What follows belongs to an exercise in optimizing a design on an open flow for small area, a short achievable clock period and few clock cycles per item; a production flow would make more cautious choices.
In this exercise RTL edits were held to simulation tests only and were not proved equivalent to the original.

==> flow/design.v, too long to show whole: its modules and the start of the top module <==
// module husk_dec: 1676 lines
module husk_dec (
    input  wire         clk,
    input  wire         rst,
    input  wire         in_valid,
    output wire         in_ready,
    input  wire         in_mode,
    input  wire [255:0] in_data,
    input  wire [31:0]  in_check,
    output wire         out_valid,
    output wire [255:0] out_data,
    output wire [31:0]  out_check,
    output wire [1:0]   out_status
);
  // ...
==> flow/run.sh <==
#!/bin/bash
# synth_recipe.tcl (not shown) runs the flow's synth.tcl, then flattens the netlist and writes it again
# the make line also repeats each setting of config.mk as NAME=value (left out here)
make -C /OpenROAD-flow-scripts/flow DESIGN_CONFIG=/design/flow/config.mk WORK_HOME=/design/flow/orfs CLKGATE_MAP_FILE= SYNTH_SCRIPT=/design/flow/synth_recipe.tcl finish
==> flow/config.mk <==
export PLATFORM = sky130hd
export DESIGN_NAME = husk_dec
export DESIGN_NICKNAME = husk_dec
export VERILOG_FILES = /design/flow/design.v
export SDC_FILE = /design/flow/constraint.sdc
export NUM_CORES = 4
export LEC_CHECK = 0
export CAP_MARGIN = 20
export CORE_MARGIN = 2
export CORE_UTILIZATION = 50
export PLACE_DENSITY = 0.65
export SLEW_MARGIN = 20
==> flow/constraint.sdc <==
create_clock -name core_clock -period 30.0 [get_ports {clk}]
set_input_delay 6.0000 -clock core_clock [delete_from_list [all_inputs] [get_ports {clk}]]
set_output_delay 6.0000 -clock core_clock [all_outputs]
set_load 0.01 [all_outputs]
==> summary.md, run 1 <==
| Metric | Value |
|---|---|
| Status | timing/DRC/antenna clean |
| Post-Synth XOR/XNOR Area | 0.3805 |
| Hold_sp | cw_r2[123] |
| Critical Path Sink | z0p_r3[3] |
| DR pass1 iterations | 6 |
| Layout cells sized above 1 | 0.07377 |
| Pins Over Slew Limit | 0 |
| Reg2reg start | M_r2[6] |
| FF-to-FF End | z0p_r3[3] |
| Yosys cell types | 85 |
| Sinks on Clock Net | roughly 1.3k |
| Largest family of logic cells by synthesized area | XOR/XNOR gates |
| N_taps | ~1.5k |
| Effective utilization at floorplan | 0.5019 |
| Area taken by multi-input logic gates | approximately 0.031 mm² |
| I/O pin cnt | slightly below 600 |
| Ant. Diodes | 18 |
| Largest net degree at the start of global routing | 37 |
| Buffer share of cell area | 0.09757 |
| Hold-fix buffers, CTS | 0 |
| Total Routing Usage GR | 0.4200 |
| IO buf count | between 500 and 600 |
| Multi-In Gates | 3,893 |
| Met1 Use GR | 0.5769 |
| Layout Area Growth over Synthesis | 22.36% |
| WP data required | approximately 30 ns |
| Ranking of synthesized cells by area | dfxtp_1 45%, xnor2_1 29%, xor2_1 6.2%, a22oi_1 4.0%, nor2_1 2.2% |
| Async S/R FF share, synth | 0 |
| Sequential cell count | ~1.3k |
| Total area of sequential cells | 0.02574 mm² |
| Setup TNS | 0 ns |
| Post-synth top cells | 1,882 x xnor2_1, 1,286 x dfxtp_1, 404 x xor2_1 |
| Mapped Cells | 5,418 |
| Met3 wire len | 31.75 mm |
| CP max-delay cell | xor2_1 |
Testbench counts, summed over its fixed seeds: cycles 6,432, items 6,400.
==> run 2: changes to the inputs <==
--- a/flow/design.v
+++ b/flow/design.v
@@ -151,53 +151,49 @@
   wire [7:0] P12;
   wire [7:0] P03;
   wire [7:0] P13;
   wire [7:0] P02;
   wire [7:0] D;
   wire [7:0] A;
   wire [7:0] B;
   wire [0:0] dz;
+  reg [7:0] D_r2;
   wire [0:0] az;
+  reg [7:0] A_r2;
   wire [7:0] N;
+  reg [7:0] C1_r2;
   wire [7:0] M;
+  reg [7:0] C0_r2;
   wire [7:0] invM;
-  reg [7:0] M_r2;
-  wire [7:0] Q;
-  reg [7:0] N_r2;
-  wire [7:0] sig2;
-  reg [7:0] B_r2;
   wire [7:0] invA;
-  reg [7:0] A_r2;
+  wire [7:0] BD;
+  reg [7:0] B_r2;
+  wire [7:0] Q;
   wire [7:0] t;
-  reg [7:0] D_r2;
   wire [7:0] c;
   wire [0:0] trc;
   wire [7:0] z0;
   wire [7:0] z0p;
-  reg [0:0] dz_r2;
   wire [7:0] x1;
   reg [7:0] Q_r3;
   reg [7:0] z0p_r3;
   wire [7:0] x2;
   wire [7:0] y1d;
-  reg [7:0] C1_r2;
   reg [7:0] C1_r3;
   reg [7:0] t_r3;
-  reg [7:0] C0_r2;
   reg [7:0] C0_r3;
   reg [7:0] z0_r3;
   wire [0:0] m1;
   wire [0:0] m2;
   wire [35:0] h1;
   wire [35:0] h2;
   wire [0:0] intact;
   wire [0:0] single;
   reg [0:0] dz_r3;
-  reg [0:0] az_r2;
   reg [0:0] az_r3;
   wire [0:0] double;
   reg [0:0] mode_r1;
   reg [0:0] mode_r2;
   reg [0:0] mode_r3;
   reg [0:0] trc_r3;
   wire [1:0] status;
   reg [0:0] intact_r2;
@@ -1563,29 +1559,29 @@
   assign C3 = tocomp(S3);
   assign P12 = cmul(C1, C2);
   assign P03 = cmul(C0, C3);
   assign P13 = cmul(C1, C3);
   assign P02 = cmul(C0, C2);
   assign D = csq(C1) ^ P02;
   assign A = P12 ^ P03;
   assign B = P13 ^ csq(C2);
-  assign dz = (D == 8'h00);
-  assign az = (A == 8'h00);
-  assign N = dz ? C1 : A;
-  assign M = dz ? C0 : D;
-  assign invM = cinv(M_r2);
-  assign Q = cmul(N_r2, invM);
-  assign sig2 = cmul(B_r2, invM);
+  assign dz = (D_r2 == 8'h00);
+  assign az = (A_r2 == 8'h00);
+  assign N = dz ? C1_r2 : A_r2;
+  assign M = dz ? C0_r2 : D_r2;
+  assign invM = cinv(M);
   assign invA = cinv(A_r2);
+  assign BD = cmul(B_r2, D_r2);
+  assign Q = cmul(N, invM);
   assign t = cmul(D_r2, invA);
-  assign c = cmul(sig2, csq(t));
+  assign c = cmul(BD, csq(invA));
   assign trc = ^{c[7]};
   assign z0 = clsol(c);
-  assign z0p = dz_r2 ? 8'h01 : z0;
+  assign z0p = dz ? 8'h01 : z0;
   assign x1 = cmul(Q_r3, z0p_r3);
   assign x2 = x1 ^ Q_r3;
   assign y1d = cmul(C1_r3, t_r3) ^ cmul(C0_r3, z0_r3 ^ 8'h01);
   assign m1 = |{(x1 == 8'h01), (x1 == 8'h2F), (x1 == 8'h48), (x1 == 8'h25), (x1 == 8'h34), (x1 == 8'hCA), (x1 == 8'h40), (x1 == 8'h14), (x1 == 8'h58), (x1 == 8'hF4), (x1 == 8'hF6), (x1 == 8'hBB), (x1 == 8'h38), (x1 == 8'h72), (x1 == 8'h1A), (x1 == 8'hAD), (x1 == 8'h2D), (x1 == 8'h05), (x1 == 8'hA6), (x1 == 8'h7E), (x1 == 8'hA2), (x1 == 8'hF7), (x1 == 8'h94), (x1 == 8'h70), (x1 == 8'h57), (x1 == 8'h2E), (x1 == 8'h67), (x1 == 8'h6D), (x1 == 8'h11), (x1 == 8'hFE), (x1 == 8'h8A), (x1 == 8'h54), (x1 == 8'h4C), (x1 == 8'hAC), (x1 == 8'h02), (x1 == 8'h4D)};
   assign m2 = |{(x2 == 8'h01), (x2 == 8'h2F), (x2 == 8'h48), (x2 == 8'h25), (x2 == 8'h34), (x2 == 8'hCA), (x2 == 8'h40), (x2 == 8'h14), (x2 == 8'h58), (x2 == 8'hF4), (x2 == 8'hF6), (x2 == 8'hBB), (x2 == 8'h38), (x2 == 8'h72), (x2 == 8'h1A), (x2 == 8'hAD), (x2 == 8'h2D), (x2 == 8'h05), (x2 == 8'hA6), (x2 == 8'h7E), (x2 == 8'hA2), (x2 == 8'hF7), (x2 == 8'h94), (x2 == 8'h70), (x2 == 8'h57), (x2 == 8'h2E), (x2 == 8'h67), (x2 == 8'h6D), (x2 == 8'h11), (x2 == 8'hFE), (x2 == 8'h8A), (x2 == 8'h54), (x2 == 8'h4C), (x2 == 8'hAC), (x2 == 8'h02), (x2 == 8'h4D)};
   assign h1 = {(x1 == 8'h01), (x1 == 8'h2F), (x1 == 8'h48), (x1 == 8'h25), (x1 == 8'h34), (x1 == 8'hCA), (x1 == 8'h40), (x1 == 8'h14), (x1 == 8'h58), (x1 == 8'hF4), (x1 == 8'hF6), (x1 == 8'hBB), (x1 == 8'h38), (x1 == 8'h72), (x1 == 8'h1A), (x1 == 8'hAD), (x1 == 8'h2D), (x1 == 8'h05), (x1 == 8'hA6), (x1 == 8'h7E), (x1 == 8'hA2), (x1 == 8'hF7), (x1 == 8'h94), (x1 == 8'h70), (x1 == 8'h57), (x1 == 8'h2E), (x1 == 8'h67), (x1 == 8'h6D), (x1 == 8'h11), (x1 == 8'hFE), (x1 == 8'h8A), (x1 == 8'h54), (x1 == 8'h4C), (x1 == 8'hAC), (x1 == 8'h02), (x1 == 8'h4D)};
   assign h2 = {(x2 == 8'h01), (x2 == 8'h2F), (x2 == 8'h48), (x2 == 8'h25), (x2 == 8'h34), (x2 == 8'hCA), (x2 == 8'h40), (x2 == 8'h14), (x2 == 8'h58), (x2 == 8'hF4), (x2 == 8'hF6), (x2 == 8'hBB), (x2 == 8'h38), (x2 == 8'h72), (x2 == 8'h1A), (x2 == 8'hAD), (x2 == 8'h2D), (x2 == 8'h05), (x2 == 8'hA6), (x2 == 8'h7E), (x2 == 8'hA2), (x2 == 8'hF7), (x2 == 8'h94), (x2 == 8'h70), (x2 == 8'h57), (x2 == 8'h2E), (x2 == 8'h67), (x2 == 8'h6D), (x2 == 8'h11), (x2 == 8'hFE), (x2 == 8'h8A), (x2 == 8'h54), (x2 == 8'h4C), (x2 == 8'hAC), (x2 == 8'h02), (x2 == 8'h4D)};
   assign intact = (S0 == 8'h00) && (S1 == 8'h00) && (S2 == 8'h00) && (S3 == 8'h00);
@@ -1638,33 +1634,29 @@
   assign out_check = res_r4[287:256];
   assign out_status = status_r4;
   always @(posedge clk) begin
     if (rst) vld <= 4'd0;
     else vld <= {vld[3:1], in_valid};
   end
   always @(posedge clk) begin
     cw_r1 <= cw;
-    M_r2 <= M;
-    N_r2 <= N;
-    B_r2 <= B;
-    A_r2 <= A;
     D_r2 <= D;
-    dz_r2 <= dz;
+    A_r2 <= A;
+    C1_r2 <= C1;
+    C0_r2 <= C0;
+    B_r2 <= B;
     Q_r3 <= Q;
     z0p_r3 <= z0p;
-    C1_r2 <= C1;
     C1_r3 <= C1_r2;
     t_r3 <= t;
-    C0_r2 <= C0;
     C0_r3 <= C0_r2;
     z0_r3 <= z0;
-    dz_r3 <= dz_r2;
-    az_r2 <= az;
-    az_r3 <= az_r2;
+    dz_r3 <= dz;
+    az_r3 <= az;
     mode_r1 <= mode;
     mode_r2 <= mode_r1;
     mode_r3 <= mode_r2;
     trc_r3 <= trc;
     intact_r2 <= intact;
     intact_r3 <= intact_r2;
     S0_r2 <= S0;
     S0_r3 <= S0_r2;
==> flow/flow/run.sh (new file) <==
#!/bin/bash
# Standard layout, but the port buffers that global placement inserts are
# buf_2 cells instead of the default delay buffers.
set -euo pipefail
export BUFFER_PORTS_ARGS="-buffer_cell sky130_fd_sc_hd__buf_2"
bash standard.sh > standard_make.log 2>&1
==> flow/standard.sh (new file) <==
#!/bin/bash
# synth_recipe.tcl (not shown) runs the flow's synth.tcl, then flattens the netlist and writes it again
# the make line also repeats each setting of config.mk as NAME=value (left out here)
make -C /OpenROAD-flow-scripts/flow DESIGN_CONFIG=/design/flow/config.mk WORK_HOME=/design/flow/orfs CLKGATE_MAP_FILE= SYNTH_SCRIPT=/design/flow/synth_recipe.tcl "${@:-finish}"
==> flow/config.mk (replaced) <==
export PLATFORM = sky130hd
export DESIGN_NAME = husk_dec
export DESIGN_NICKNAME = husk_dec
export VERILOG_FILES = /design/flow/design.v
export SDC_FILE = /design/flow/constraint.sdc
export NUM_CORES = 4
export LEC_CHECK = 0
export CAP_MARGIN = 20
export CORE_MARGIN = 2
export CORE_UTILIZATION = 55
export PLACE_DENSITY = 0.68
export SLEW_MARGIN = 20
removed: flow/run.sh
==> summary.md, run 2 <==
| Metric | Value |
|---|---|
| Die area | about 0.11 mm² |
| Post-Synth XOR/XNOR Area | 0.3916 (+0.01108) |
| Synth Area in Compound Gates | 0.06869 |
| Area leader, netlist | dfxtp_1 |
| Layout cells sized above 1 | 0.1760 (+0.1022) |
| Critical Path AT | 8.19 ns |
| Setup TNS | 0 ns (unchanged) |
| WP data required | 30.55 ns (-0.07 ns) |
| Minimum clock period | roughly 7.6 ns |
| Synthesis Warnings | 1 |
| Die width | around 330 µm |
| Pins Over Slew Limit | 0 (unchanged) |
| Core area | 0.1053 mm² |
| Avg WL per Cell | about 35 µm |
| Critical path startpoint | z0p_r3[7] |
| Pre-CTS WS | 22.96 ns |
| Slew HR | 0.09744 |
| CTS root buf | clkbuf_16 |
| Post-DP HPWL | slightly above 200 mm |
| DR pass1 iterations | 6 (unchanged) |
| TritonCTS clock tree | yes |
| Most numerous cell in the Yosys netlist | xnor2_1 |
| WL final | around 260 mm |
| Number of synthesized flops with an enable pin | 0 |
| Clock skew | between 0.07 and 0.08 ns |
| Synth Flop Type | dfxtp_1 |
| Final GP Congestion | 1.148 |
| Nets@finish | between 6k and 7k |
| Setup crit start kind | flop |
| Fmax | ~130 MHz |
| WS Path Type | flop to flop |
| Clk slew on worst S/H paths | 0.07 ns |
| Iter 0 DRT Violations | 6,918 |
| Number of global-route vias before repair | roughly 42k |
| Effective utilization at floorplan | 0.5539 (+0.05195) |
| Vias post-DR | between 40k and 50k |
| Hold crit path type | flop to flop |
| IO buf count | 582 (unchanged) |
| I/O pin cnt | 584 (unchanged) |
| Ranking of synthesized cells by area | dfxtp_1 44%, xnor2_1 25%, xnor3_1 6.1%, xor2_1 5.3%, a22oi_1 3.8% |
| Count of final setup violators | 0 |
| PostCTS Resize Cnt | 0 |
| Largest family of logic cells by synthesized area | XOR/XNOR gates |
| Sinks on Clock Net | 1,268 (-1.4%) |
| Clock Path Buffers | 3 |
| Endpoint type of the worst setup path | flop |
| Post-Synth Adder-Cell Area | 0.005365 |
| Site Rows | 119 |
| Seq/Total Area, Yosys | 0.4354 |
| RSZ-0062 raised after global routing | false |
| Mapped Cells | 5,347 (-1.3%) |
| Post-synthesis instance area | between 0.05 and 0.06 mm² |
| Hold Slack | roughly 0.27 ns |
| Async S/R FF share, synth | 0 (unchanged) |
| Max_cap viols | 0 |
| CTS buffer count | 118 |
| Commonest non-fill, non-tap cell in the layout | xnor2_1 |
| Layout Area Growth over Synthesis | 16.26% |
| Hold-fix buffers, CTS | 0 (unchanged) |
| Antenna-violating nets left | 0 |
| DIE HEIGHT | 329.6 µm |
| Hold_sp | cw_r2[31] |
| Syn Nets | about 5.7k |
| Mapped Avg Cell Area | about 11 µm² |
| Post-synthesis mux area share | 0.01255 |
| Total Routing Usage GR | 0.4672 (+0.04715) |
| Reg2reg start | z0p_r3[7] |
| Number of synthesized register bits | roughly 1.3k |
| Endpoints failing hold | 0 |
| Maximum fanout along the worst path | 36 |
| Status | timing/DRC/antenna clean |
| Total gr overflow | 0 |
| Commonest non-fill, non-tap cells in the layout | 1,684 x xnor2_1, 1,268 x dfxtp_1, 582 x buf_2 |
| Post-synth top cells | 1,690 x xnor2_1, 1,268 x dfxtp_1, 354 x nor2_1 |
| Worst-Margin Slew | 1.344 ns |
| PnR worst setup slack | 22.36 ns |
| Post-CTS Setup Inserts | 0 |
| Antenna violations before repair | 47 |
| Post-Synth Simple-Gate Area | 0.06822 |
| Area share of the largest cell type after synthesis | 0.4354 |
| Largest net degree at the start of global routing | 37 (unchanged) |
| Crit share post-route | 0.2548 |
| Yosys cell types | 88 (+3.5%) |
| DR DRC count | 0 |
| Via-to-Cell Ratio | 5.992 |
| Clk Latency, worst-skew pair | roughly 0.77 ns |
| CTS H-tree lvls | 3 |
| First-pass GRT wire length | 342.7 mm |
## run 2: cell types whose count changed in the layout (fill, tap and decap cells not counted), moves of 13 or more
cell,change
nor2_1,+33
xnor2_1,-191
xnor3_1,+116
clkdlybuf4s50_1,-582
and3_1,+13
dfxtp_1,-18
xnor2_2,+22
clkbuf_16,-13
xor2_1,-55
buf_2,+582
nand2_1,-37
## run 2: worst paths after layout
path / end / slack (ns) / cells past startpoint
setup / recovery: res_r4[8] / 22.36 / 16
hold / removal: cw_r3[31] / 0.27 / 0
setup reg to reg: res_r4[8] / 22.36 / 16
hold reg to reg: cw_r3[31] / 0.27 / 0
## run 2: kinds of logic after synthesis
logic type / Yosys count
simple gates: 893
fa+ha+maj: 25
compound gates: 572
xor+xnor: 2269
other cells: 1
flops: 1268
mux: 66
buf+inv: 253
## run 2: area by class of cell
class | count | area (µm²)
well taps | 1391 | 1740
multi-input cells | 3826 | 32110
clock inverters | 70 | 1044
flip-flops and latches | 1268 | 25380
fillers | 8289 | 37480
inverters | 70 | 262.8
repair buffers | 716 | 3969
clock buffers | 154 | 3238
diodes | 16 | 40.04
## run 2: metrics by stage
stage	utilization	instance area (µm²)	std cells
floorplan	-	58310	5347
global placement	0.6015	63320	7266
detailed placement	0.6018	63350	7267
CTS	0.6425	67630	7491
global route	0.6438	67770	7502
finish	0.6440	67790	7511
## run 2: worst max-delay path, cell delays in order (launching register included)
cell and delay [ns]:
dfxtp_1 0.64, xnor2_1 0.24, nor2_1 0.18, xor2_1 0.25, xnor3_1 0.51, xnor2_2 0.15, buf_4 0.33, xor2_1 0.43
nand2_1 0.36, nor4_4 1.10, nor4_1 0.19, nand4_1 0.14, or4_1 0.26, and3_1 0.65, and2_2 1.12, a22oi_1 0.60
xnor2_1 0.26
## run 2: routing by layer
metal,up-vias,share of wire,global-route usage
met4,24,0.073,0.2796
met1,21800,0.37,0.5988
met3,820,0.14,0.1689
met2,3524,0.41,0.6734
li1,18840,-,-
met5,-,0.00060,0
Testbench counts of run 2, summed over its fixed seeds: cycles 6,432, items 6,400.

-- static timing again, ports no longer ideal --
In the flow no input, the clock included, has a driving cell. The finished layouts below were timed again as built, in two steps.
Step 1 (the two cells are an assumption about what drives the block):
set clk [get_ports {clk}]
set_driving_cell -lib_cell sky130_fd_sc_hd__clkbuf_16 $clk
set_driving_cell -lib_cell sky130_fd_sc_hd__buf_2 [delete_from_list [all_inputs] $clk]
Step 2 also shifts input and output timing later by t, the mid clock arrival at the registers, as if the neighbouring blocks saw the same clock.
a / b / c = no drivers / after step 1 / after step 2; a / b = the first two.
| run | t (ns) | setup WS [ns] | worst data-port slew with drivers (ns) |
|---|---|---|---|
| run 1 | 0.828 | 21.267 / 21.267 / 21.267 | 0.10 |
| run 2 | 0.806 | 22.357 / 22.357 / 22.357 | 0.14 |
After both steps every run listed still meets setup and hold.
